What follows belongs to an exercise in optimizing a design on an open flow for small area, a short achievable clock period and few clock cycles; a production flow would make more cautious choices.
RTL that was checked went through simulation tests only; none was proved equivalent to the original.
Only the layout flow was run in run 1; the RTL was not checked for function there.

==> flow/design.v, too long to show whole: its modules and the start of the top module <==
// module ce_update: 2226 lines
// module csa_fa: 4 lines
// module csa_ha: 4 lines
module ce_update (
    input  wire         clk,
    input  wire         rst,
    input  wire         start,
    output reg          done,
    input  wire [1:0]   law,
    input  wire [1:0]   nbq,
    input  wire [15:0]  e,
    input  wire [255:0] s_in,
    input  wire [16:0]  umod,
    input  wire [15:0]  tco,
    input  wire [7:0]   tref,
    input  wire [7:0]   t,
    input  wire [7:0]   damp,
    input  wire         dith_en,
    input  wire         wd,
    input  wire         ho,
    input  wire [17:0]  ff,
    input  wire [17:0]  lr,
    input  wire [639:0] coef,
    input  wire [15:0]  kph,
    input  wire [15:0]  gout,
    input  wire [31:0]  rgout,
    input  wire [15:0]  kb,
    input  wire [16:0]  win,
    output wire [255:0] s_out,
    output reg  [31:0]  w,
    output reg  [16:0]  ul,
    output reg  [16:0]  ucmd,
    output reg  [7:0]   dh
);
  // ...
==> flow/flow/run.sh <==
#!/bin/bash
# The standard flow (standard.sh: unchanged synthesis, floorplan, placement,
# CTS, routing) with a larger setup-repair target (SETUP_SLACK_MARGIN), so that
# repair_timing keeps improving the paths that set the achieved period.
# Port buffers use the smallest buffer cell.  The SDC is not changed.
set -eo pipefail
export BUFFER_PORTS_ARGS="-buffer_cell sky130_fd_sc_hd__buf_1"
SETUP_SLACK_MARGIN=11 bash standard.sh > standard.log 2>&1
==> flow/standard.sh <==
#!/bin/bash
# synth_recipe.tcl (not shown) runs the flow's synth.tcl, then flattens the netlist and writes it again
# the make line also repeats each setting of config.mk as NAME=value (left out here)
make -C /OpenROAD-flow-scripts/flow DESIGN_CONFIG=/design/flow/config.mk WORK_HOME=/design/flow/orfs CLKGATE_MAP_FILE= SYNTH_SCRIPT=/design/flow/synth_recipe.tcl "${@:-finish}"
==> flow/config.mk <==
export PLATFORM = sky130hd
export DESIGN_NAME = ce_update
export DESIGN_NICKNAME = ce_update
export VERILOG_FILES = /design/flow/design.v
export SDC_FILE = /design/flow/constraint.sdc
export NUM_CORES = 8
export LEC_CHECK = 0
export ABC_AREA = 1
export CAP_MARGIN = 35
export CORE_MARGIN = 2
export CORE_UTILIZATION = 30
export PLACE_DENSITY = 0.5
export SLEW_MARGIN = 20
export SYNTH_HIERARCHICAL = 1
==> flow/constraint.sdc <==
create_clock -name core_clock -period 18.0 [get_ports {clk}]
set_input_delay 3.6000 -clock core_clock [delete_from_list [all_inputs] [get_ports {clk}]]
set_output_delay 3.6000 -clock core_clock [all_outputs]
set_load 0.01 [all_outputs]
==> metrics.yaml, run 1 <==
max_freq_mhz: 142
grt_remaining_overflow: 0
slew_viol_final: 0
insertion_delay_ns: 0.78
top_regs: "s_r (256), acc (67)"
status: "timing/DRC/antenna clean"
layout_common_cells: "2651 x nand2_1, 1335 x buf_1, 1085 x inv_1, 713 x xor2_1, 624 x o22ai_1"
core_area_um2: 253000
cts_resized: 645
io_pins: 1443
crit_cells: 5
hp-start: "s_r[0][3]"
crit_start: "law_r[0]"
seqCellArea_um2: 16600
start_util_pct: 30.1
postCtsSetupBuffers: 90
reg2reg_to: "s_r[5][7]"
port_buffers: 1442
reg2reg_from: "acc[63]"
fin_cells: 15400
largestClassByArea: "multi-input gates"
synth_area_per_cell_um2: 7.28
r2r_cells: 31
crit_required_ns: 14.40
post-route-min-period_ns: 7.04
wl_met1_um: 240000
syn_area_um2: 76200
seq_area_share_pct: 17.6
grt_max_degree: 74
whs_ns: 0.479
cp.arrival_ns: 3.44
r2r_slack_ns: 11.01
worst-path-max-fanout: 35
multi_input_area_um2: 54900
synth_cells: 10500
multi_input_area_share_pct: 58.2
ant_nets: 0
cp_cell_sequence: "buf_8, clkinv_1, buf_4, o21ai_0, buf_1"
==> inputs of run 2 (changes only) <==
--- a/flow/design.v
+++ b/flow/design.v
@@ -24,31 +24,33 @@
     input  wire [15:0]  kb,
     input  wire [16:0]  win,
     output wire [255:0] s_out,
     output reg  [31:0]  w,
     output reg  [16:0]  ul,
     output reg  [16:0]  ucmd,
     output reg  [7:0]   dh
 );
-    localparam [2:0] ST_IDLE = 3'd0,
-                     ST_CORE = 3'd1,    
-                     ST_BQ   = 3'd2,    
-                     ST_T1   = 3'd3,    
-                     ST_T1R  = 3'd4,    
-                     ST_DU   = 3'd5,    
-                     ST_T2   = 3'd6,    
-                     ST_T3   = 3'd7;    
+    localparam [3:0] ST_IDLE = 4'd0,
+                     ST_CORE = 4'd1,    
+                     ST_BQ   = 4'd2,    
+                     ST_T1   = 4'd3,    
+                     ST_T1R  = 4'd4,    
+                     ST_DU   = 4'd5,    
+                     ST_T2   = 4'd6,    
+                     ST_T3   = 4'd7,    
+                     ST_BQS  = 4'd8;    
     localparam [2:0] P_ACC = 3'd0, P_RND = 3'd1, P_R23 = 3'd2, P_R31 = 3'd3,
-                     P_ZERO = 3'd4, P_BASE = 3'd5;
+                     P_ZERO = 3'd4, P_BASE = 3'd5, P_PS = 3'd6;
     localparam [2:0] A_COEF = 3'd0, A_WBYP = 3'd1, A_WREG = 3'd2, A_R28 = 3'd3,
                      A_KPH = 3'd4, A_RGOUT = 3'd5, A_DW = 3'd6;
-    localparam [3:0] B_X = 4'd0, B_S = 4'd1, B_V = 4'd2, B_Y = 4'd3, B_WREG = 4'd4,
-                     B_DU = 4'd5, B_GOUT = 4'd6, B_KB = 4'd7;
-    reg  [2:0]  st;
+    localparam [3:0] B_X = 4'd0, B_S = 4'd1, B_V = 4'd2, B_R28 = 4'd3, B_WREG = 4'd4,
+                     B_DU = 4'd5, B_GOUT = 4'd6, B_KB = 4'd7, B_C28 = 4'd8;
+    reg  [3:0]  st;
+    reg  [1:0]  ph;                   
     reg  [2:0]  k;
     reg  [1:0]  sec;
     reg  [1:0]  law_r, nbq_r;
     reg  [32:0] opa, opa2;
     reg  [16:0] b_one, b_two, b_neg;
     reg         b_one17;
     reg  [66:0] acc;
     reg  [31:0] v_r;
@@ -73,16 +75,17 @@
     wire [66:0] mac = mac_s + mac_c;
     always @(*) begin
         case (psel_r)
             P_ACC:   pre = acc;
             P_RND:   pre = 67'd1 << 27;
             P_R23:   pre = 67'd1 << 23;
             P_R31:   pre = 67'd1 << 31;
             P_BASE:  pre = {{20{v_r[31]}}, v_r, 15'd0};    
+            P_PS:    pre = {{7{sadd_r[31]}}, sadd_r, 28'h8000000};
             default: pre = 67'd0;
         endcase
     end
     wire m_1 = (b_one[0] & opa[0]) ^ b_neg[0];
     wire m_2 = ((b_one[0] & opa[1]) | (b_two[0] & opa[0])) ^ b_neg[0];
     wire m_3 = ((b_one[0] & opa[2]) | (b_two[0] & opa[1])) ^ b_neg[0];
     wire m_4 = ((b_one[0] & opa[3]) | (b_two[0] & opa[2])) ^ b_neg[0];
     wire m_5 = ((b_one[0] & opa[4]) | (b_two[0] & opa[3])) ^ b_neg[0];
@@ -1943,24 +1946,35 @@
     wire m_1860, m_1861;
     csa_fa m_u1861 (.a(m_1601), .b(m_1728), .c(m_1727), .s(m_1860), .co(m_1861));
     wire m_1862, m_1863;
     csa_fa m_u1863 (.a(~m_611), .b(pre[66]), .c(m_1729), .s(m_1862), .co(m_1863));
     assign mac_s = {m_1862, m_1860, m_1858, m_1856, m_1854, m_1852, m_1850, m_1848, m_1846, m_1844, m_1842, m_1840, m_1838, m_1836, m_1834, m_1832, m_1830, m_1828, m_1826, m_1824, m_1822, m_1820, m_1818, m_1816, m_1814, m_1812, m_1810, m_1808, m_1806, m_1804, m_1802, m_1800, m_1798, m_1796, m_1794, m_1792, m_1790, m_1788, m_1786, m_1784, m_1782, m_1780, m_1778, m_1776, m_1774, m_1772, m_1770, m_1768, m_1766, m_1764, m_1762, m_1760, m_1758, m_1756, m_1754, m_1752, m_1750, m_1748, m_1746, m_1744, m_1742, m_1740, m_1738, m_1736, m_1734, m_1732, pre[0]};
     assign mac_c = {m_1861, m_1859, m_1857, m_1855, m_1853, m_1851, m_1849, m_1847, m_1845, m_1843, m_1841, m_1839, m_1837, m_1835, m_1833, m_1831, m_1829, m_1827, m_1825, m_1823, m_1821, m_1819, m_1817, m_1815, m_1813, m_1811, m_1809, m_1807, m_1805, m_1803, m_1801, m_1799, m_1797, m_1795, m_1793, m_1791, m_1789, m_1787, m_1785, m_1783, m_1781, m_1779, m_1777, m_1775, m_1773, m_1771, m_1769, m_1767, m_1765, m_1763, m_1761, m_1759, m_1757, m_1755, m_1753, m_1751, m_1749, m_1747, m_1745, m_1743, m_1741, m_1739, m_1737, m_1735, m_1733, m_1731, m_1730};
     wire        r28_sat = ~(&acc[66:59] | ~|acc[66:59]);
     wire [31:0] r28 = r28_sat ? (acc[66] ? 32'h80000000 : 32'h7fffffff) : acc[59:28];
-    wire [2:0]  sidx = (st == ST_BQ) ? {sec, k[1]} : k;
-    wire [31:0] s_sel = sw[sidx];
+    reg  [19:0] cfit, clow;
+    integer fi;
+    always @(*)
+        for (fi = 0; fi < 20; fi = fi + 1) begin
+            cfit[fi] = &cw[fi][31:27] | ~|cw[fi][31:27];
+            clow[fi] = (cw[fi][31:26] == 6'b111110);
+        end
+    wire [1:0]  fsec = (st == ST_IDLE) ? 2'd0 : (st == ST_BQ && k == 3'd4) ? sec + 2'd1 : sec;
+    wire [4:0]  fbase = {fsec, 2'b00} + {3'd0, fsec};
+    wire        f0 = cfit[fbase];
+    wire        f1 = cfit[fbase + 5'd1] & cfit[fbase + 5'd3] & ~(clow[fbase + 5'd1] & clow[fbase + 5'd3]);
+    wire [2:0]  sidx = (st == ST_BQ || st == ST_BQS) ? {fsec, 1'b1} :
+                       (st == ST_IDLE) ? 3'd0 : k;
+    wire [31:0] s_sel = sw[(st == ST_BQ && k == 3'd4) ? {fsec, 1'b0} : sidx];
     reg  [31:0] sadd_r;
     always @(posedge clk)
-        sadd_r <= s_sel;
-    wire [32:0] ysum_w = {r28[31], r28} + {sadd_r[31], sadd_r};
-    wire [31:0] ysum = (ysum_w[32] != ysum_w[31]) ? (ysum_w[32] ? 32'h80000000 : 32'h7fffffff)
-                                                  : ysum_w[31:0];
+        if (st == ST_IDLE || (st == ST_BQ && (k == 3'd4 || (k == 3'd0 && f0)))
+                          || (st == ST_BQS && ph == 2'd1))
+            sadd_r <= s_sel;
     reg  signed [19:0] k_r;               
     reg  [16:0] lo_r, hi_r;
     wire signed [24:0] uu = $signed(acc[47:24]) + k_r;
     wire        below = uu < $signed({8'd0, lo_r});
     wire        above = uu > $signed({8'd0, hi_r});
     wire [16:0] lim = below ? lo_r : hi_r;
     wire signed [24:0] dlim = $signed({8'd0, lim}) - uu;
     wire [16:0] ul_n = below ? lo_r : above ? hi_r : uu[16:0];
@@ -2017,16 +2031,17 @@
     always @(*) begin
         asel = A_COEF;
         bsel = B_X;
         cidx = 5'd0;
         bneg = 1'b0;
         psel = P_RND;
         kn   = k + 3'd1;
         case (st)
+            ST_IDLE: psel = (law == 2'd2 && f0) ? P_PS : P_RND;
             ST_CORE: begin
                 psel = P_ACC;
                 if (k == core_n) begin
                     asel = A_WBYP;
                     bsel = B_GOUT;
                     psel = P_R23;
                 end else begin
                     bsel = B_S;
@@ -2036,33 +2051,40 @@
                     end else begin
                         cidx = {2'd0, kn};
                         bneg = (kn >= 3'd4);
                     end
                 end
             end
             ST_BQ: begin
                 case (k)
-                    3'd0: begin cidx = sbase + 5'd1; bsel = B_V; psel = P_RND; end
-                    3'd1: begin cidx = sbase + 5'd3; bneg = 1'b1; bsel = B_Y; psel = P_ACC; end
+                    3'd0: begin cidx = sbase + 5'd1; bsel = B_V; psel = f1 ? P_PS : P_RND; end
+                    3'd1: begin cidx = sbase + 5'd3; bneg = 1'b1; bsel = B_R28; psel = P_ACC; end
                     3'd2: begin cidx = sbase + 5'd2; bsel = B_V; psel = P_RND; end
                     3'd3: begin cidx = sbase + 5'd4; bneg = 1'b1; bsel = B_WREG; psel = P_ACC; end
                     default: begin
                         bsel = B_WREG;
                         if (sec != nbq_r) begin
                             cidx = sbase + 5'd5;
-                            psel = P_RND;
+                            psel = f0 ? P_PS : P_RND;
                         end else begin
                             asel = A_WREG;
                             bsel = B_GOUT;
                             psel = P_R23;
                         end
                     end
                 endcase
             end
+            ST_BQS: begin
+                case (ph)
+                    2'd1:    begin cidx = sbase + 5'd1; bsel = B_V; psel = f1 ? P_PS : P_RND; end
+                    2'd3:    begin cidx = sbase + 5'd2; bsel = B_V; psel = P_RND; end
+                    default: begin asel = A_R28; bsel = B_C28; psel = P_PS; end
+                endcase
+            end
             ST_T1: begin
                 if (!law2 && r28_sat) begin
                     asel = A_R28;
                     bsel = B_GOUT;
                     psel = P_R23;
                 end else begin
                     asel = A_KPH;
                     bsel = B_X;
@@ -2102,17 +2124,18 @@
     end
     wire [31:0] v_sel = (sec == 2'd0) ? x : v_r;
     reg  [32:0] b_n;
     always @(*) begin
         case (bsel)
             B_X:     b_n = {x[31], x};
             B_S:     b_n = {s_sel[31], s_sel};
             B_V:     b_n = {v_sel[31], v_sel};
-            B_Y:     b_n = {ysum[31], ysum};
+            B_R28:   b_n = {r28[31], r28};
+            B_C28:   b_n = 33'h010000000;
             B_WREG:  b_n = {w[31], w};
             B_DU:    b_n = {{8{du[24]}}, du};
             default: b_n = {17'd0, gout};
         endcase
     end
     wire [36:0] bx = (bsel == B_KB) ? {2'b00, kb, 2'b00, kb, 1'b0}
                                     : {{3{b_n[32]}}, b_n, 1'b0};
     integer j;
@@ -2133,16 +2156,18 @@
             st   <= ST_IDLE;
             done <= 1'b0;
         end else begin
             done <= (st == ST_T3);
             case (st)
                 ST_IDLE: if (start) st <= (law == 2'd2) ? ST_BQ : ST_CORE;
                 ST_CORE: if (k == core_n) st <= ST_T1;
                 ST_BQ:   if (k == 3'd4 && sec == nbq_r) st <= ST_T1;
+                         else if ((k == 3'd0 && !f0) || (k == 3'd2 && !f1)) st <= ST_BQS;
+                ST_BQS:  if (ph[0]) st <= ST_BQ;
                 ST_T1:   st <= (!law2 && r28_sat) ? ST_T1R : ST_DU;
                 ST_T1R:  st <= ST_DU;
                 ST_DU:   st <= ST_T2;
                 ST_T2:   st <= ST_T3;
                 default: st <= ST_IDLE;
             endcase
         end
     end
@@ -2151,33 +2176,35 @@
             ST_IDLE: begin
                 k     <= 3'd0;
                 sec   <= 2'd0;
                 law_r <= law;
                 nbq_r <= nbq;
             end
             ST_CORE: k <= kn;
             ST_BQ: begin
-                k <= kn;
+                k  <= kn;
+                ph <= {k[1], 1'b0};               
                 if (k == 3'd1)
-                    w <= ysum;
+                    w <= r28;                     
                 if (k == 3'd3)
-                    s_r[{sec, 1'b0}] <= ysum;
+                    s_r[{sec, 1'b0}] <= r28;      
                 if (k == 3'd3 && sec == nbq_r)
-                    v_r <= ysum;                  
+                    v_r <= r28;                   
                 if (k == 3'd0 && sec != 2'd0)
                     s_r[{sec - 2'd1, 1'b1}] <= r28;
                 if (k == 3'd4) begin
                     k <= 3'd0;
                     if (sec != nbq_r) begin
                         sec <= sec + 2'd1;
                         v_r <= w;
                     end
                 end
             end
+            ST_BQS: ph <= ph + 2'd1;
             ST_T1: begin
                 if (law2)
                     s_r[{nbq_r, 1'b1}] <= r28;
                 else begin
                     w   <= r28;
                     v_r <= r28;
                 end
             end
==> flow/flow/run.sh (replaced) <==
#!/bin/bash
# The standard flow (standard.sh: unchanged synthesis, floorplan, placement,
# CTS, routing) with a larger setup-repair target (SETUP_SLACK_MARGIN), so that
# repair_timing keeps improving the paths that set the achieved period.
# Port buffers use the smallest buffer cell.  The SDC is not changed.
set -eo pipefail
export BUFFER_PORTS_ARGS="-buffer_cell sky130_fd_sc_hd__buf_1"
SETUP_SLACK_MARGIN=12 bash standard.sh > standard.log 2>&1
==> metrics.yaml, run 2 <==
drive_gt1_share_pct: 21.2
place_congestion: 1.07
finalHoldViolations: 0
antenna_found_initial: 106
insertion_delay_ns: 0.78  # about the same
postCtsHoldBufs: 0
wl_per_cell_um: 36.4
cts_buffer_depth: 3
drc_errors: 0
grt_pass1_wl_um: 750000
wl_um: 569000
finalSetupTns_ns: 0
layout_common_cells: "2171 x nand2_1, 1280 x buf_1, 929 x inv_1, 745 x nor2_1, 658 x xor2_1"
worst-path-max-fanout: 5  # -86%
status: "timing/DRC/antenna clean"
met1_usage_pct: 54.8
max_slew.worst_pin.slew_ns: 1.34
synth_seq_cells: 683
synth_edf_count: 328
top_register: "s_r"
io_pins: 1443  # unchanged
area_delta_synth_final_pct: 36.8
hold_class: "reg2reg"
grt_use_met3_pct: 15.8
crit_type: "reg2out"
port_buffers: 1442  # unchanged
root_buffer: "clkbuf_16"
htree_levels: 3
track_usage_pct: 42.0
die_area_um2: 260000
fin_nets: 14200
n_fill_cell: 26600
pre_cts_slack_ns: 9.24
period_share_pct: 38.9
synth_commonest_cells: "2566 x nand2_1, 1042 x inv_1, 841 x nor2_1"
synth_flop_cell: "dfxtp_1"
relSlewSlack_pct: 11.0
grt_busiest_layer: "met2"
core_area_um2: 254000  # +0.37%
finalSetupViolCount: 0
post-route-min-period_ns: 7.00  # -0.0396 ns
synth_nets: 12500
top_regs: "s_r (256), acc (67)"
max_freq_mhz: 143  # +0.57%
crit_required_ns: 14.40  # about the same
start_util_pct: 30.2  # +0.11 points
final_common_cell: "nand2_1"
fp.dieW_um: 510
cp.arrival_ns: 3.40  # -0.04 ns
synthArstFlopShare_pct: 0
routed-via-count: 91300
die_height_um: 510
drt_iter0_markers: 12400
whs_ns: 0.491  # +0.0122 ns
syn_area_um2: 76800  # +0.74%
synth.largest_area_cell: "fa_1"
vias_per_cell: 5.84
finClkSkew_ns: 0.0685
yosysMostFrequentCell: "nand2_1"
grt_remaining_overflow: 0  # unchanged
synth_cells: 10500  # -0.15%
grt_pass1_vias: 87500
start_kind: "register"
use_met2_pct: 59.0
rows: 185
ys_top_cells_by_area: "fa_1 16%, edfxtp_1 13%, nand2_1 13%"
firstDrtPassIters: 9
synth_cell_types: 73
ant_nets: 0  # unchanged
synth_warnings: 7
synth_area_per_cell_um2: 7.35  # +0.89%
largest_reg_flops: 256
cap_violations: 0
path_clk_slew_ns: 0.06
slew_viol_final: 0  # unchanged
dp_hpwl_um: 444000
grt_max_degree: 65  # -12%
setup_ws_ns: 11.00
ys_seq_area_share_pct: 22.1
cts_tree: "yes"
synth_top_cell_area_share_pct: 15.8
rsz0062_at_grt: "yes"
cts_buffers: 91
cp-end-kind: "output port"
clock-sinks: 683
## run 2: metal layers
| layer | vias to the layer above | routed length, um |
|---|---|---|
| met2 | 6727 | 229000 |
| met4 | 34 | 38700 |
| met1 | 45200 | 226000 |
| met3 | 1387 | 75500 |
| met5 | - | 364 |
| li1 | 37900 | - |
## run 2: cell families after synthesis
kind of cell / synth area share, %
xor+xnor: 8.87
fa+ha+maj: 21.0
mux: 0.352
flops: 22.1
simple gates: 24.4
buf+inv: 9.08
compound gates: 14.2
## run 2: worst max-delay path, stage by stage, from the launching register on
cell and delay (ns):
dfxtp_4 0.41, inv_12 0.09, nand2_4 0.05, nor2_4 0.07
nand2_2 0.08, nor4_4 0.27, nand3_2 0.13, o41ai_4 0.09
inv_2 0.12, buf_12 0.17, nand2_8 0.09, buf_12 0.13
buf_12 0.10, buf_16 0.15, o21ai_4 0.07, buf_12 0.16
mux2_4 0.26, buf_6 0.13
## run 2: worst paths after layout
| kind | startpoint | endpoint | slack [ns] | cells after the start |
|---|---|---|---|---|
| worst max register to register | opa2[11] | opa[23] | 11.42 | 25 |
| worst min-delay path | s_r[6][4] | s_r[6][4] | 0.49 | 2 |
| worst min register to register | s_r[6][4] | s_r[6][4] | 0.49 | 2 |
| worst max-delay path | acc[66] | s_out[5] | 11.00 | 17 |
## run 2: Yosys stat by module (local to each module, per instance)
module	copies in the design	cells inside	area [um2]
ce_update	1	9844	65000
csa_fa	562	1	20.0
csa_ha	47	1	12.5
## run 2: what timing repair did
| action | CTS | global route |
|---|---|---|
| pin swaps | 404 | 384 |
| cloned | 36 | 2 |
| gates resized for setup | 1845 | 792 |
| buffers inserted | 344 | 130 |
| endpoints found under the hold margin | 0 | 0 |
| endpoints found under the setup margin | 342 | 337 |
## run 2: per-stage QoR
| stage | utilization (%) | instance area [um2] | instances |
|---|---|---|---|
| finish | 41.3 | 105000 | 15600 |
| global route | 41.3 | 105000 | 15600 |
| CTS | 39.5 | 100000 | 15400 |
| detailed placement | 33.9 | 86300 | 14900 |
| global placement | 33.8 | 86000 | 14800 |
| floorplan | - | 77000 | 10500 |
## run 2: final cells by class
cell class,instances,area (um2),share of cell area [%]
multi-input combinational,7995,60500,57.6
sequential,683,17200,16.4
tap,3366,4210,4.01
timing repair buffer,2234,15300,14.6
antenna,68,170,0.162
clock buffer,121,2480,2.36
timing repair inverter,2,15.0,0.0143
inverter,1118,4600,4.38
clock inverter,50,522,0.497
Testbench counts of run 2, summed over its fixed seeds: cycles 29,468.
==> inputs of run 3 (changes only) <==
--- a/flow/flow/run.sh
+++ b/flow/flow/run.sh
@@ -5,4 +5,4 @@
 # Port buffers use the smallest buffer cell.  The SDC is not changed.
 set -eo pipefail
 export BUFFER_PORTS_ARGS="-buffer_cell sky130_fd_sc_hd__buf_1"
-SETUP_SLACK_MARGIN=12 bash standard.sh > standard.log 2>&1
+SETUP_SLACK_MARGIN=10 bash standard.sh > standard.log 2>&1
==> metrics.yaml, run 3 <==
status: "timing/DRC/antenna clean"
antenna_found_initial: 149  # +41%
drc_errors: 0  # unchanged
r2r_cells: 22  # -12%
firstDrtPassIters: 9  # unchanged
yosysMostFrequentCell: "nand2_1"
synth_nets: 12500  # unchanged
start_util_pct: 30.2  # unchanged
drive_gt1_share_pct: 6.27  # -15 points
wl_per_cell_um: 36.2  # -0.61%
whs_ns: 0.482  # -0.00882 ns
r2r_slack_ns: 10.00  # -1.42 ns
post-route-min-period_ns: 8.07  # +1.07 ns
period_share_pct: 44.8  # +5.9 points
synth_top_cell_area_share_pct: 15.8  # unchanged
cp.arrival_ns: 4.47  # +1.07 ns
synth_seq_cells: 683  # unchanged
ys_seq_area_share_pct: 22.1  # unchanged
syn_area_um2: 76800  # unchanged
max_freq_mhz: 124  # -13%
slew_viol_final: 0  # unchanged
synth_cells: 10500  # unchanged
finalSetupViolCount: 0  # unchanged
clock-sinks: 683  # unchanged
die_height_um: 510  # unchanged
top_regs: "s_r (256), acc (67)"
rsz0062_at_grt: "yes"
synth_cell_types: 73  # unchanged
synth_area_per_cell_um2: 7.35  # unchanged
max_slew.worst_pin.slew_ns: 1.13  # -0.210 ns
postCtsHoldBufs: 0  # unchanged
path_clk_slew_ns: 0.06  # about the same
synth_top_family_by_area: "simple AND/OR/NAND/NOR gates"
dp_hpwl_um: 445000  # +0.18%
multi_input_area_um2: 53400  # -12%
io_pins: 1443  # unchanged
top_register: "s_r"
routed-via-count: 87800  # -3.9%
reg2reg_from: "psel_r[1]"
crit_type: "reg2out"
seqCellArea_um2: 17000  # -1.4%
hold_path_depth: 2  # unchanged
rows: 185  # unchanged
ant_nets: 0  # unchanged
synthXorXnorAreaFrac_pct: 8.87  # unchanged
largest_reg_flops: 256  # unchanged
grt_max_degree: 65  # unchanged
cts_buffer_depth: 3  # unchanged
synth_warnings: 7  # unchanged
core_area_um2: 254000  # unchanged
synth_edf_count: 328  # unchanged
slowest_stage: "o41ai_2"
synth-compound-area-share_pct: 14.2  # unchanged
htree_levels: 3  # unchanged
die_area_um2: 260000  # unchanged
grt_pass1_vias: 83700  # -4.3%
reg2reg_to: "opa[19]"
finClkSkew_ns: 0.0903  # +0.0218 ns
n_fill_cell: 27800  # +4.3%
fp.dieW_um: 510  # unchanged
ys_top_cells_by_area: "fa_1 16%, edfxtp_1 13%, nand2_1 13%"
cts_tree: "yes"
synth_flop_cell: "dfxtp_1"
hold-path-endpoint: "s_r[0][3]"
final_common_cell: "nand2_1"
hold_class: "reg2reg"
synthArstFlopShare_pct: 0  # unchanged
insertion_delay_ns: 0.79  # about the same
cpMostUsedCell: "nand2_1"
drt_iter0_markers: 13600  # +9.1%
wl_um: 547000  # -3.9%
cap_violations: 0  # unchanged
fin_nets: 13600  # -3.8%
fin_util_pct: 35.4  # -5.9 points
grt_remaining_overflow: 0  # unchanged
synthAdderAreaFrac_pct: 21.0  # unchanged
relSlewSlack_pct: 24.9  # +14 points
crit_required_ns: 14.40  # about the same
slowest_delay_ns: 0.60  # +0.19 ns
track_usage_pct: 40.4  # -1.6 points
synth.largest_area_cell: "fa_1"
vias_per_cell: 5.81  # -0.55%
cp-end-kind: "output port"
start_kind: "register"
layout_common_cells: "2561 x nand2_1, 1435 x buf_1, 1023 x inv_1, 820 x nor2_1, 701 x xor2_1"
hp-start: "s_r[0][3]"
synth.area.mux_share_pct: 0.352  # unchanged
cts_buffers: 89  # -2.2%
grt_pass1_wl_um: 724000  # -3.4%
area_delta_synth_final_pct: 17.1
cp_cell_sequence: "nand2_1, nor2_1, nand2_1, o41ai_2, buf_4, inv_1, buf_4, o21ai_1, buf_4, nand2_1, nand2_1, buf_1"
finalHoldViolations: 0  # unchanged
place_congestion: 1.08  # +1.1%
synth_commonest_cells: "2566 x nand2_1, 1042 x inv_1, 841 x nor2_1"
yosys.area_share.simple_pct: 24.4  # unchanged
port_buffers: 1442  # unchanged
root_buffer: "clkbuf_16"
finalSetupTns_ns: 0  # unchanged
worst-path-max-fanout: 28  # +23
run 3: per-stage QoR:
stage | area [um2] | setup slack [ns] | instances
2_1_floorplan | 76800 | 11.23 | 10500
3_3_place_gp | 85500 | 9.65 | 14800
3_5_place_dp | 85900 | 9.64 | 14800
4_1_cts | 89100 | 9.95 | 15000
5_1_grt | 89900 | 9.95 | 15100
6_report | 90000 | 9.93 | 15100
run 3: layout make-up:
class	instances	share of cell area [%]
clock buffers	116	2.84
clock inverters	51	0.754
inverters	1118	4.73
well taps	3366	4.68
flip-flops and latches	683	18.9
diodes	83	0.231
repair buffers	1707	8.53
multi-input cells	7992	59.4
run 3: cells by family (layout without fill, tap and decap cells):
group / Yosys count / count (layout)
compound gates: 1816 / 1816
other cells: 0 / 83
buf+inv: 1778 / 2992
simple gates: 4448 / 4448
mux: 24 / 24
flops: 683 / 683
xor+xnor: 777 / 777
fa+ha+maj: 927 / 927
run 3: per-module statistics from Yosys, one instance, submodules excluded:
module | times used | area (um2) | cells inside | flops+latches
csa_fa | 562 | 20.0 | 1 | 0
csa_ha | 47 | 12.5 | 1 | 0
ce_update | 1 | 65000 | 9844 | 683
run 3: how the worst max path moves through the flow:
| stage | slack, ns | start | endpoint |
|---|---|---|---|
| after floorplan | 11.23 | damp[0] | ucmd[10] |
| after global placement | 9.65 | acc[25] | ucmd[15] |
| after detailed placement | 9.64 | acc[25] | ucmd[13] |
| after CTS | 9.95 | acc[66] | s_out[20] |
| after global routing | 9.95 | acc[66] | s_out[115] |
| final | 9.93 | acc[66] | s_out[115] |
run 3: worst max-delay path: cells and delay by family, from the launching register on:
kind                   cells  cell delay [ns]
buffers and inverters      5             1.18
flip-flops                 1             0.52
AND/OR/NAND/NOR            5             0.93
AO/OA/AOI/OAI              2             1.03
run 3: repair_timing:
item	CTS	global route
setup endpoints to repair	161	102
gates resized for setup	15	56
pin swaps	0	5
setup buffers	0	5
endpoints found under the hold margin	0	0
run 3: metal layers:
| layer | routed length [um] | track usage [%] |
|---|---|---|
| met5 | 400 | 0.512 |
| met3 | 71700 | 14.4 |
| met2 | 222000 | 57.5 |
| met1 | 223000 | 54.6 |
| met4 | 29400 | 17.7 |
==> inputs of run 4 (changes only) <==
--- a/flow/flow/run.sh
+++ b/flow/flow/run.sh
@@ -5,4 +5,4 @@
 # Port buffers use the smallest buffer cell.  The SDC is not changed.
 set -eo pipefail
 export BUFFER_PORTS_ARGS="-buffer_cell sky130_fd_sc_hd__buf_1"
-SETUP_SLACK_MARGIN=10 bash standard.sh > standard.log 2>&1
+SETUP_SLACK_MARGIN=11 bash standard.sh > standard.log 2>&1
==> metrics.yaml, run 4 <==
grt_max_degree: 65  # unchanged
root_buffer: "clkbuf_16"
hold-path-endpoint: "s_r[3][3]"
fin_area_um2: 92700  # +3.1%
cp.arrival_ns: 3.47  # -1.00 ns
track_usage_pct: 40.6  # +0.23 points
finClkSkew_ns: 0.0781  # -0.0122 ns
fin_util_pct: 36.4  # +1.1 points
ant_nets: 0  # unchanged
fin_nets: 13700  # +0.84%
port_buffers: 1442  # unchanged
slew_viol_final: 0  # unchanged
fp.dieW_um: 510  # unchanged
ys_top_cells_by_area: "fa_1 16%, edfxtp_1 13%, nand2_1 13%"
synth_cells: 10500  # unchanged
max_slew.worst_pin.slew_ns: 1.19  # +0.0670 ns
synth_warnings: 7  # unchanged
synth_edf_count: 328  # unchanged
crit_type: "reg2out"
grt_pass1_wl_um: 728000  # +0.56%
finalHoldViolations: 0  # unchanged
synth_top_cell_area_share_pct: 15.8  # unchanged
r2r_slack_ns: 11.08  # +1.08 ns
hp-start: "s_r[3][3]"
crit_required_ns: 14.40  # about the same
multi_input_area_um2: 54700  # +2.4%
drive_gt1_share_pct: 9.57  # +3.3 points
area_delta_synth_final_pct: 20.7
start_kind: "register"
rows: 185  # unchanged
layout_common_cells: "2534 x nand2_1, 1418 x buf_1, 994 x inv_1, 804 x nor2_1, 680 x xor2_1"
synth_flop_cell: "dfxtp_1"
final_common_cell: "nand2_1"
die_area_um2: 260000  # unchanged
insertion_delay_ns: 0.79  # about the same
vias_per_cell: 5.82  # +0.30%
antenna_found_initial: 147  # -1.3%
cp-end-kind: "output port"
cts_tree: "yes"
r2r_cells: 21  # -4.5%
reg2reg_to: "opa2[12]"
cts_buffers: 89  # unchanged
start_util_pct: 30.2  # unchanged
synth_commonest_cells: "2566 x nand2_1, 1042 x inv_1, 841 x nor2_1"
grt_remaining_overflow: 0  # unchanged
reg2reg_from: "b_one[6]"
n_fill_cell: 27600  # -0.55%
finalSetupTns_ns: 0  # unchanged
cts_buffer_depth: 3  # unchanged
grt_pass1_vias: 84500  # +0.88%
synth.largest_area_cell: "fa_1"
rsz0062_at_grt: "yes"
hold_class: "reg2reg"
synth_seq_cells: 683  # unchanged
syn_area_um2: 76800  # unchanged
largest_reg_flops: 256  # unchanged
synthArstFlopShare_pct: 0  # unchanged
firstDrtPassIters: 8  # -1
finalSetupViolCount: 0  # unchanged
postCtsHoldBufs: 0  # unchanged
status: "timing/DRC/antenna clean"
post-route-min-period_ns: 7.07  # -0.995 ns
ys_seq_area_share_pct: 22.1  # unchanged
drc_errors: 0  # unchanged
max_freq_mhz: 141  # +14%
yosysMostFrequentCell: "nand2_1"
top_regs: "s_r (256), acc (67)"
synth_area_per_cell_um2: 7.35  # unchanged
period_share_pct: 39.3  # -5.5 points
synth_nets: 12500  # unchanged
hold_path_depth: 2  # unchanged
dp_hpwl_um: 445000  # unchanged
cap_violations: 0  # unchanged
die_height_um: 510  # unchanged
wl_um: 551000  # +0.74%
io_pins: 1443  # unchanged
worst-path-max-fanout: 5  # -82%
postPlaceCellArea_um2: 85900  # unchanged
top_register: "s_r"
routed-via-count: 88700  # +0.99%
seqCellArea_um2: 17100  # +0.46%
place_congestion: 1.08  # unchanged
core_area_um2: 254000  # unchanged
path_clk_slew_ns: 0.06  # about the same
wl_per_cell_um: 36.2  # about the same
drt_iter0_markers: 12900  # -4.6%
synth_cell_types: 73  # unchanged
htree_levels: 3  # unchanged
relSlewSlack_pct: 20.5  # -4.5 points
clock-sinks: 683  # unchanged
-- run 4: cell counts after synthesis --
Identical to the previous run, type by type.
-- run 4: worst max-delay path by stage --
stage	startpoint	to	cells after the start
2_1_floorplan	damp[0]	ucmd[10]	24
3_3_place_gp	acc[25]	ucmd[15]	32
3_5_place_dp	acc[25]	ucmd[13]	43
4_1_cts	b_one[1]	opa2[8]	25
5_1_grt	damp[0]	ucmd[9]	18
6_report	acc[49]	s_out[136]	9
-- run 4: per-module statistics from Yosys (local to each module, per instance) --
module / flops+latches / times used / cells inside
ce_update: 683 / 1 / 9844
csa_fa: 0 / 562 / 1
csa_ha: 0 / 47 / 1
-- run 4: layout make-up --
type / count / area share, %
Multi-Input combinational cell: 7992 / 59.0
Inverter: 1118 / 4.75
Timing Repair Buffer: 1820 / 9.63
Antenna cell: 74 / 0.200
Tap cell: 3366 / 4.54
Clock buffer: 116 / 2.76
Sequential cell: 683 / 18.4
Timing Repair inverter: 1 / 0.00810
Clock inverter: 51 / 0.731
-- run 4: kinds of logic (layout without fill, tap and decap cells) --
group                    after synthesis  count (layout)  share of synthesized area (%)
multiplexers                          24              24                          0.352
flip-flops                           683             683                           22.1
buffers and inverters               1778            3106                           9.08
XOR/XNOR                             777             777                           8.87
AND/OR/NAND/NOR                     4448            4448                           24.4
AO/OA/AOI/OAI                       1816            1816                           14.2
adder cells (fa/ha/maj)              927             927                           21.0
other                                  0              74                              0
-- run 4: routing by layer --
layer  GRT usage [%]  up-vias  wire (um)  part of all wire, %
li1                -    37100          -                    -
met1            54.8    43900     224000                   41
met2            58.0     6348     224000                   41
met3            14.5     1262      72000                   13
met4            17.8       74      30000                  5.4
met5               0        -        485                0.088
-- run 4: worst max-delay path: stages, from the launching register on --
cell	delay, ns
dfxtp_4	0.37
inv_1	0.08
nor3_2	0.18
nand3_2	0.11
o41ai_4	0.46
buf_6	0.20
buf_4	0.16
nand2_1	0.40
a31oi_1	0.53
buf_1	0.21
-- run 4: metrics by stage --
step           hold WS, ns  setup WS [ns]  std cells
2_1_floorplan        0.446          11.23      10500
3_3_place_gp         0.460           9.65      14800
3_5_place_dp         0.474           9.64      14800
4_1_cts              0.483          10.97      15100
5_1_grt              0.510          10.92      15200
6_report             0.479          10.93      15200
-- run 4: timing repair --
action,4_1_cts,5_1_grt
buffers inserted,80,48
setup endpoints to repair,314,260
endpoints found under the hold margin,0,0
resized for setup,298,275
pin swaps,16,27
gates cloned,3,2
==> inputs of run 5 (changes only) <==
--- a/flow/config.mk
+++ b/flow/config.mk
@@ -9,6 +9,8 @@
 export CAP_MARGIN = 35
 export CORE_MARGIN = 2
 export CORE_UTILIZATION = 30
+export CTS_CLUSTER_DIAMETER = 80
+export CTS_CLUSTER_SIZE = 16
 export PLACE_DENSITY = 0.5
 export SLEW_MARGIN = 20
 export SYNTH_HIERARCHICAL = 1
==> metrics.yaml, run 5 <==
rows: 185  # unchanged
maxUsedRoutingLayer: "met5"
start_util_pct: 30.2  # unchanged
track_usage_pct: 40.6  # about the same
max_freq_mhz: 142  # +0.56%
path_clk_slew_ns: 0.07  # about the same
drive_gt1_share_pct: 9.68  # +0.12 points
io_pins: 1443  # unchanged
cts_buffers: 76  # -15%
crit_type: "reg2out"
syn_area_um2: 76800  # unchanged
finClkSkew_ns: 0.0908  # +0.0128 ns
post-route-min-period_ns: 7.03  # -0.0391 ns
r2r_cells: 22  # +4.8%
drc_errors: 0  # unchanged
ys_seq_area_share_pct: 22.1  # unchanged
drt_iter0_markers: 12900  # -0.35%
wl_per_cell_um: 36.2  # about the same
top_register: "s_r"
synth_nets: 12500  # unchanged
core_area_um2: 254000  # unchanged
top_regs: "s_r (256), acc (67)"
dr_wl_met2_um: 224000  # +0.20%
finalSetupViolCount: 0  # unchanged
fin_nets: 13700  # -0.022%
cp-end-kind: "output port"
yosysMostFrequentCell: "nand2_1"
synth_area_per_cell_um2: 7.35  # unchanged
slew_viol_final: 0  # unchanged
wl_met3_um: 72100  # +0.14%
worst-path-max-fanout: 5  # unchanged
reg2reg_to: "opa[32]"
layout_common_cells: "2525 x nand2_1, 1414 x buf_1, 996 x inv_1, 803 x nor2_1, 680 x xor2_1"
hold_path_depth: 2  # unchanged
max_slew.worst_pin.slew_ns: 1.19  # +0.00172 ns
antenna_found_initial: 154  # +4.8%
synth_edf_count: 328  # unchanged
wl_um: 551000  # about the same
rsz0062_at_grt: "yes"
status: "timing/DRC/antenna clean"
start_kind: "register"
place_congestion: 1.08  # unchanged
n_fill_cell: 27600  # +0.076%
die_height_um: 510  # unchanged
grt_remaining_overflow: 0  # unchanged
cap_violations: 0  # unchanged
clock-sinks: 683  # unchanged
fin_util_pct: 36.3  # -0.12 points
relSlewSlack_pct: 20.4  # -0.11 points
postPlaceCellArea_um2: 85900  # unchanged
ys_top_cells_by_area: "fa_1 16%, edfxtp_1 13%, nand2_1 13%"
synth_commonest_cells: "2566 x nand2_1, 1042 x inv_1, 841 x nor2_1"
synth_cell_types: 73  # unchanged
finalHoldViolations: 0  # unchanged
vias_per_cell: 5.83  # about the same
synth_flop_cell: "dfxtp_1"
area_delta_synth_final_pct: 20.3
synth_warnings: 7  # unchanged
synth.largest_area_cell: "fa_1"
grt_pass1_wl_um: 728000  # about the same
cts_buffer_depth: 3  # unchanged
cts_tree: "yes"
period_share_pct: 39.1  # -0.22 points
wl_met1_um: 224000  # -0.24%
synth_cells: 10500  # unchanged
routed-via-count: 88600  # -0.017%
grt_pass1_vias: 84200  # -0.31%
synth_top_cell_area_share_pct: 15.8  # unchanged
port_buffers: 1442  # unchanged
htree_levels: 3  # unchanged
hold_class: "reg2reg"
grt_max_degree: 65  # unchanged
die_area_um2: 260000  # unchanged
reg2reg_from: "psel_r[2]"
cp.arrival_ns: 3.43  # -0.04 ns
synth_seq_cells: 683  # unchanged
finalSetupTns_ns: 0  # unchanged
fin_area_um2: 92400  # -0.33%
hold-path-endpoint: "s_r[0][3]"
hp-start: "s_r[0][3]"
final_common_cell: "nand2_1"
fp.dieW_um: 510  # unchanged
ant_nets: 0  # unchanged
firstDrtPassIters: 9  # +1
root_buffer: "clkbuf_16"
dp_hpwl_um: 445000  # unchanged
synthArstFlopShare_pct: 0  # unchanged
largest_reg_flops: 256  # unchanged
r2r_slack_ns: 11.02  # -0.06 ns
insertion_delay_ns: 0.79  # about the same
crit_required_ns: 14.40  # about the same
run 5: critical path, cell delays in order (launching register included):
cell and delay, ns:
dfxtp_2 0.52, nand4_1 0.20, o41ai_4 0.47, buf_6 0.20, buf_4 0.15, nand2_1 0.38, a31oi_1 0.52, buf_1 0.23
run 5: per-stage QoR:
step	cells	hold slack, ns	worst slack, ns
2_1_floorplan	10500	0.446	11.23
3_5_place_dp	14800	0.474	9.64
5_1_grt	15200	0.512	10.94
6_report	15200	0.483	10.97
3_3_place_gp	14800	0.460	9.65
4_1_cts	15100	0.485	10.90
run 5: logic make-up (layout without fill, tap and decap cells):
logic type / after synthesis / in the layout / synth area share [%]
simple gates: 4448 / 4449 / 24.4
flops: 683 / 683 / 22.1
xor+xnor: 777 / 778 / 8.87
other cells: 0 / 87 / 0
compound gates: 1816 / 1816 / 14.2
fa+ha+maj: 927 / 927 / 21.0
buf+inv: 1778 / 3086 / 9.08
mux: 24 / 24 / 0.352
run 5: worst max-delay path by stage:
stage	from	endpoint	cells past startpoint
2_1_floorplan	damp[0]	ucmd[10]	24
3_3_place_gp	acc[25]	ucmd[15]	32
3_5_place_dp	acc[25]	ucmd[13]	43
4_1_cts	acc[49]	s_out[14]	12
5_1_grt	acc[64]	s_out[23]	16
6_report	acc[47]	s_out[104]	7
run 5: per-layer routing:
metal | up-vias | track usage (%)
met3 | 1252 | 14.4
met2 | 6347 | 58.1
met1 | 43900 | 54.7
li1 | 37100 | -
met4 | 76 | 17.6
met5 | - | 0.859
run 5: cell type report:
cell class              instances  area, um2  area share, %
well taps                    3366       4210           4.56
inverters                    1118       4400           4.76
clock buffers                  91       2060           2.23
flip-flops and latches        683      17100           18.5
clock inverters                48        599          0.649
repair buffers               1827       9030           9.77
repair inverters                2       12.5         0.0135
multi-input cells            7994      54800           59.3
diodes                         87        218          0.236
run 5: Yosys stat by module, one instance, submodules excluded:
module / area [um2] / flops+latches / times used
ce_update: 65000 / 683 / 1
csa_fa: 20.0 / 0 / 562
csa_ha: 12.5 / 0 / 47
run 5: timing repair:
| action | CTS | global route |
|---|---|---|
| resized for setup | 293 | 330 |
| buffers inserted | 77 | 60 |
| pin swaps | 17 | 37 |
| hold buffers | 0 | 0 |
| setup endpoints to repair | 312 | 284 |
| cloned | 2 | 5 |
| hold endpoints to repair | 0 | 0 |
==> inputs of run 6 (changes only) <==
--- a/flow/config.mk
+++ b/flow/config.mk
@@ -9,8 +9,7 @@
 export CAP_MARGIN = 35
 export CORE_MARGIN = 2
 export CORE_UTILIZATION = 30
-export CTS_CLUSTER_DIAMETER = 80
-export CTS_CLUSTER_SIZE = 16
+export CTS_BUF_LIST = sky130_fd_sc_hd__clkbuf_8
 export PLACE_DENSITY = 0.5
 export SLEW_MARGIN = 20
 export SYNTH_HIERARCHICAL = 1
==> metrics.yaml, run 6 <==
max_slew.worst_pin.slew_ns: 1.21  # +0.0167 ns
dr_wl_met2_um: 225000  # +0.15%
start_util_pct: 30.2  # unchanged
finalSetupViolCount: 0  # unchanged
finalHoldViolations: 0  # unchanged
start_kind: "register"
wl_met3_um: 73200  # +1.5%
seqCellArea_um2: 17100  # unchanged
crit_buf_inv: 6  # +3
yosysMostFrequentCell: "nand2_1"
grt_pass1_wl_um: 730000  # +0.37%
fin_area_um2: 93600  # +1.3%
synth_flop_cell: "dfxtp_1"
crit_type: "reg2out"
status: "timing/DRC/antenna clean"
vias_per_cell: 5.82  # about the same
place_inst: 14800  # unchanged
relSlewSlack_pct: 19.2  # -1.1 points
cp.arrival_ns: 3.53  # +0.10 ns
finalSetupTns_ns: 0  # unchanged
reg2reg_to: "opa2[12]"
port_buffers: 1442  # unchanged
path_clk_slew_ns: 0.07  # about the same
cts_tree: "yes"
reg2reg_from: "b_two[9]"
wl_per_cell_um: 36.0  # -0.55%
cts_buffers: 140  # +84%
htree_levels: 4  # +1
synth_cells: 10500  # unchanged
whs_ns: 0.482  # -0.000494 ns
synth_nets: 12500  # unchanged
slowest_delay_ns: 0.52  # about the same
core_area_um2: 254000  # unchanged
hold-path-endpoint: "s_r[3][3]"
root_buffer: "clkbuf_8"
drive_gt1_share_pct: 11.3  # +1.6 points
area_delta_synth_final_pct: 21.9
rows: 185  # unchanged
synth_seq_cells: 683  # unchanged
place_congestion: 1.08  # unchanged
synth_top_cell_area_share_pct: 15.8  # unchanged
fin_util_pct: 36.8  # +0.47 points
grt_pass1_vias: 84900  # +0.77%
firstDrtPassIters: 7  # -2
synth_area_per_cell_um2: 7.35  # unchanged
ys_seq_area_share_pct: 22.1  # unchanged
top_register: "s_r"
setup_ws_ns: 10.87  # -0.0934 ns
cap_violations: 0  # unchanged
post-route-min-period_ns: 7.13  # +0.0934 ns
period_share_pct: 39.6  # +0.52 points
routed-via-count: 89300  # +0.80%
cts_buffer_depth: 3  # unchanged
clock-sinks: 683  # unchanged
dp_hpwl_um: 445000  # unchanged
finClkSkew_ns: 0.0905  # -0.000361 ns
insertion_delay_ns: 0.98  # +0.19 ns
fin_nets: 13800  # +0.57%
slew_viol_final: 0  # unchanged
synth_warnings: 7  # unchanged
antenna_found_initial: 141  # -8.4%
max_freq_mhz: 140  # -1.3%
synth_edf_count: 328  # unchanged
final_common_cell: "nand2_1"
hold_path_depth: 2  # unchanged
grt_max_degree: 65  # unchanged
die_height_um: 510  # unchanged
ys_top_cells_by_area: "fa_1 16%, edfxtp_1 13%, nand2_1 13%"
layout_common_cells: "2476 x nand2_1, 1352 x buf_1, 1036 x inv_1, 803 x nor2_1, 679 x xor2_1"
synth.largest_area_cell: "fa_1"
r2r_slack_ns: 11.08  # +0.06 ns
postPlaceCellArea_um2: 85900  # unchanged
pre_cts_slack_ns: 9.64  # unchanged
cp-end-kind: "output port"
track_usage_pct: 40.8  # +0.16 points
n_fill_cell: 27600  # -0.098%
slowest_stage: "dfxtp_2"
top_regs: "s_r (256), acc (67)"
multi_input_area_um2: 55000  # +0.41%
synth_commonest_cells: "2566 x nand2_1, 1042 x inv_1, 841 x nor2_1"
rsz0062_at_grt: "yes"
syn_area_um2: 76800  # unchanged
drt_iter0_markers: 13500  # +4.9%
hp-start: "s_r[3][3]"
postCtsHoldBufs: 0  # unchanged
wl_met1_um: 224000  # about the same
maxUsedRoutingLayer: "met5"
hold_class: "reg2reg"
ant_nets: 0  # unchanged
cp_cell_sequence: "nand4_1, o41ai_4, buf_6, inv_8, nand2_8, buf_16, buf_16, o21ai_4, buf_8, mux2_4, buf_6"
grt_remaining_overflow: 0  # unchanged
crit_required_ns: 14.40  # about the same
fp.dieW_um: 510  # unchanged
r2r_cells: 21  # -4.5%
largest_reg_flops: 256  # unchanged
fin_cells: 15300  # +0.87%
wl_um: 553000  # +0.32%
drc_errors: 0  # unchanged
synthArstFlopShare_pct: 0  # unchanged
worst-path-max-fanout: 8  # +3
cp_top_family: "buffers and inverters"
die_area_um2: 260000  # unchanged
io_pins: 1443  # unchanged
synth_cell_types: 73  # unchanged
==> run 6: worst max-delay path by stage <==
stage                     startpoint   endpoint  slack, ns  cells after the start
after floorplan              damp[0]   ucmd[10]      11.23                     24
after global placement       acc[25]   ucmd[15]       9.65                     32
after detailed placement     acc[25]   ucmd[13]       9.64                     43
after CTS                    acc[49]  s_out[10]      10.91                     13
after global routing         acc[49]  s_out[10]      10.86                     13
final                        acc[47]  s_out[10]      10.87                     11
==> run 6: metal layers <==
| metal | global-route usage, % | vias up |
|---|---|---|
| met4 | 17.7 | 62 |
| li1 | - | 37300 |
| met1 | 54.7 | 44100 |
| met3 | 15.1 | 1312 |
| met5 | 0 | - |
| met2 | 58.2 | 6617 |
==> run 6: worst reg2reg max path: cells and delay by family (launching register included) <==
kind / cells / cell delay, ns
fa+ha+maj: 7 / 3.63
simple gates: 7 / 1.15
compound gates: 4 / 1.04
buf+inv: 2 / 0.43
flops: 1 / 0.36
xor+xnor: 1 / 0.18
==> run 6: cell type report <==
cell class,instances,share of cell area [%]
multi-input combinational,7993,58.8
sequential,683,18.2
timing repair buffer,1844,10.3
inverter,1118,4.71
tap,3366,4.50
clock buffer,157,2.31
clock inverter,100,0.944
antenna,88,0.235
==> run 6: cells by family after synthesis <==
family / share of synthesized area (%)
simple gates: 24.4
xor+xnor: 8.87
buf+inv: 9.08
fa+ha+maj: 21.0
compound gates: 14.2
flops: 22.1
mux: 0.352
==> run 6: modules after synthesis, one instance, submodules excluded <==
module / copies in the design / flops+latches
csa_fa: 562 / 0
ce_update: 1 / 683
csa_ha: 47 / 0
==> run 6: what timing repair did <==
action                                  4_1_cts  5_1_grt
resized for setup                           422      442
endpoints found under the setup margin      313      271
pin swaps                                    23       47
gates cloned                                  2        2
setup buffers                                75       79

==> re-timing with driven ports <==
How much do the figures lean on ideal ports? The routed layouts below were timed once more, with nothing changed but the port constraints. Step 1, drivers: a clkbuf_16 drives clk and a buf_2 each remaining input, both assumed. Step 2 adds t to the input delays and takes it off the output delays; t is the mean of the earliest and latest rising clock arrival at the registers after step 1. Input paths then give back, and output paths get back, about the clock's delay inside the block. Slacks: ideal / step 1 / step 2; pairs: ideal / step 1.
run	shift t [ns]	setup slack, ns	worst setup path after step 2
run 1	0.869	10.959 / 10.847 / 10.407	input to register
run 2	0.830	10.999 / 10.912 / 10.968	input to register
run 3	0.833	9.932 / 9.849 / 10.002	register to register
run 4	0.834	10.927 / 10.845 / 10.472	input to register
run 5	0.815	10.967 / 10.893 / 10.560	input to register
run 6	1.014	10.873 / 10.794 / 10.601	input to register
After both steps setup and hold are still met in every run listed. The setup slack of run 1, which loses most, moves by -0.112 ns with the drivers and by -0.552 ns with both steps.
